This design comes from an exercise in tuning for small area, a short achievable clock period and few clock cycles on the open sky130 flow, not from production work. Only simulation tests tie the RTL to the original design; equivalence was not proved. Power figures rest on the tool's default switching activity, not on a simulated workload.

the previous run:
==> flow/design.v (excerpt) <==
module sh_real32 (
    input  wire        clk,
    input  wire        rst,
    input  wire        in_valid,
    output wire        in_ready,
    input  wire [3:0]  in_op,
    input  wire [3:0]  in_cond,
    input  wire [31:0] in_a,
    input  wire [31:0] in_b,
    input  wire [31:0] in_c,
    output reg         out_valid,
    output reg  [31:0] out_result,
    output reg         out_inv,
    output reg         out_dz
);
    localparam [3:0] OP_FADD = 4'h0, OP_FSUB = 4'h1, OP_FMUL = 4'h2,
                     OP_FDIV = 4'h3, OP_FSQRT = 4'h4, OP_FMIN = 4'h5,
                     OP_FMAX = 4'h6, OP_FABS = 4'h7, OP_FNEG = 4'h8,
                     OP_FCMP = 4'h9, OP_FTOI = 4'hA, OP_ITOF = 4'hB,
                     OP_FLIM = 4'hC, OP_FSCALE = 4'hD;
    localparam [31:0] QNAN = 32'h7FC0_0000;
    localparam [1:0] K_FIN = 2'd0, K_ADD = 2'd1, K_MUL = 2'd2, K_CVT = 2'd3;
    localparam integer ITER_N = 12;
    localparam integer DL_N = ITER_N - 2;
    integer i, j;
    reg        v1, it1;
    reg [3:0]  op_r, cond_r;
    reg [31:0] a_r, b_r, c_r;
    reg        a_e0, a_e1, a_f0, b_e0, b_e1, b_f0, c_e0, c_e1, c_f0;
    reg        rdy;
    wire       blocked = ~rdy;
    wire       blocked_nx;
    assign in_ready = rdy;
    wire in_a_sp = (in_a[30:23] == 8'h00) || (in_a[30:23] == 8'hFF);
    wire in_b_sp = (in_b[30:23] == 8'h00) || (in_b[30:23] == 8'hFF);
    wire it_in   = ((in_op == OP_FDIV) && !in_a_sp && !in_b_sp) ||
                   ((in_op == OP_FSQRT) && !in_a_sp && !in_a[31]);
    always @(posedge clk) begin
        if (!blocked) begin
            op_r   <= in_op;
            cond_r <= in_cond;
            a_r    <= in_a;
            b_r    <= in_b;
            c_r    <= in_c;
            it1    <= it_in;
            a_e0   <= (in_a[30:23] == 8'h00);
            a_e1   <= (in_a[30:23] == 8'hFF);
            a_f0   <= (in_a[22:0] == 23'd0);
            b_e0   <= (in_b[30:23] == 8'h00);
            b_e1   <= (in_b[30:23] == 8'hFF);
            b_f0   <= (in_b[22:0] == 23'd0);
            c_e0   <= (in_c[30:23] == 8'h00);
            c_e1   <= (in_c[30:23] == 8'hFF);
            c_f0   <= (in_c[22:0] == 23'd0);
        end
        if (rst) begin
            v1  <= 1'b0;
            rdy <= 1'b1;
        end else begin
            v1  <= (in_valid & ~blocked) | blocked;
            rdy <= ~blocked_nx;
        end
    end
  ...
Settings: LEC_CHECK=0, CAP_MARGIN=20, CORE_MARGIN=2, CORE_UTILIZATION=65, PLACE_DENSITY=0.72, SLEW_MARGIN=20; clock period 18.0 ns.
standard.sh (not shown) runs the stock make flow with config.mk's settings and CLKGATE_MAP_FILE= SYNTH_SCRIPT=/design/flow/synth_recipe.tcl, a recipe that flattens the netlist after the stock synthesis.
==> flow/flow/run.sh <==
#!/bin/bash
# Standard layout (the standard.sh: standard synthesis, floorplan, place,
# CTS, route, finish) with two changes to how it is made:
#  - timing repair aims at a setup margin, so that it also shortens paths
#    that already meet the clock period;
#  - the port buffers are buf_4 cells rather than the default delay buffers.
set -euo pipefail
export SETUP_SLACK_MARGIN=${MARGIN:-13}
export BUFFER_PORTS_ARGS="-buffer_cell sky130_fd_sc_hd__buf_4"
bash standard.sh > standard_make.log 2>&1
The previous run reached the final stage; the timing, DRC and antenna checks on its layout passed.
Testbench counts of the previous run, summed over its fixed seeds: cycles 34,516.
Changes in the current run relative to the previous run:
Settings: removing PLACE_DENSITY (formerly 0.72); changing CORE_UTILIZATION from 65 to 60.
==> comparison <==
Relative to the previous run, the post-route total power of the current run is higher by 1.2%.
Switching power total in the current run vs the previous run: up about 0.9%
Relative to the previous run, the final cell area reported for the current run is higher.


Another version of the RTL of sh_real32 (not shown whole).
Size in the first run: roughly 9100 cells after synthesis, roughly 1000 flip-flops, ~140 I/O pins, ~80000 um2 of cells after synthesis.
==> flow/config.mk <==
export PLATFORM = sky130hd
export DESIGN_NAME = sh_real32
export DESIGN_NICKNAME = sh_real32
export VERILOG_FILES = /design/flow/design.v
export SDC_FILE = /design/flow/constraint.sdc
export NUM_CORES = 4
export LEC_CHECK = 0
export CAP_MARGIN = 20
export CORE_MARGIN = 2
export CORE_UTILIZATION = 65
export PLACE_DENSITY = 0.72
export SLEW_MARGIN = 20
==> flow/constraint.sdc <==
create_clock -name core_clock -period 18.0 [get_ports {clk}]
set_input_delay 3.6000 -clock core_clock [delete_from_list [all_inputs] [get_ports {clk}]]
set_output_delay 3.6000 -clock core_clock [all_outputs]
set_load 0.01 [all_outputs]
==> flow/flow/run.sh <==
#!/bin/bash
# Standard layout (the standard.sh: standard synthesis, floorplan, place,
# CTS, route, finish) with two changes to how it is made:
#  - timing repair aims at a setup margin, so that it also shortens paths
#    that already meet the clock period;
#  - the port buffers are buf_4 cells rather than the default delay buffers.
set -euo pipefail
export SETUP_SLACK_MARGIN=${MARGIN:-13.25}
export BUFFER_PORTS_ARGS="-buffer_cell sky130_fd_sc_hd__buf_4"
bash standard.sh > standard_make.log 2>&1
The starting point did not get past global routing (5_1_grt) with GRT-0232.
Testbench counts at the start, summed over its fixed seeds: cycles 35,122.
Rerun with:
--- a/flow/flow/run.sh
+++ b/flow/flow/run.sh
@@ -8 +8 @@
-export SETUP_SLACK_MARGIN=${MARGIN:-13.25}
+export SETUP_SLACK_MARGIN=${MARGIN:-13}
- CORE_UTILIZATION: 65 -> 60
- PLACE_DENSITY: 0.72 -> default
=> With this change the flow went through all stages and came out clean; synthesized area is unchanged; synthesized cell count does not change.

[what the ideal ports hide]
How much do the figures lean on ideal ports? The routed layouts below were timed once more, with nothing changed but the port constraints. Step 1 (the two cells are an assumption about what drives the block):
set clk [get_ports {clk}]
set_driving_cell -lib_cell sky130_fd_sc_hd__clkbuf_16 $clk
set_driving_cell -lib_cell sky130_fd_sc_hd__buf_2 [delete_from_list [all_inputs] $clk]
Step 2 also shifts input and output timing later by t, the mid clock arrival at the registers, as if the neighbouring blocks saw the same clock. Slacks: ideal ports / drivers / drivers and shift; pairs: ideal ports / drivers.
| run | shift t [ns] | setup slack, ns | hold slack, ns | worst data-port slew with drivers (ns) |
|---|---|---|---|---|
| the previous run | 0.875 | 13.009 / 12.961 / 12.741 | 0.311 / 0.311 / 0.311 | 0.12 |
| the current run | 0.853 | 12.930 / 12.930 / 12.595 | 0.242 / 0.242 / 0.242 | 0.13 |
| the second run of note 2 | 0.858 | 13.048 / 12.957 / 12.217 | 0.268 / 0.268 / 0.268 | 0.24 |
After both steps every run listed still meets setup and hold. For the second run of note 2, which loses most, drivers alone change the setup slack by -0.091 ns; drivers and shift together by -0.831 ns.
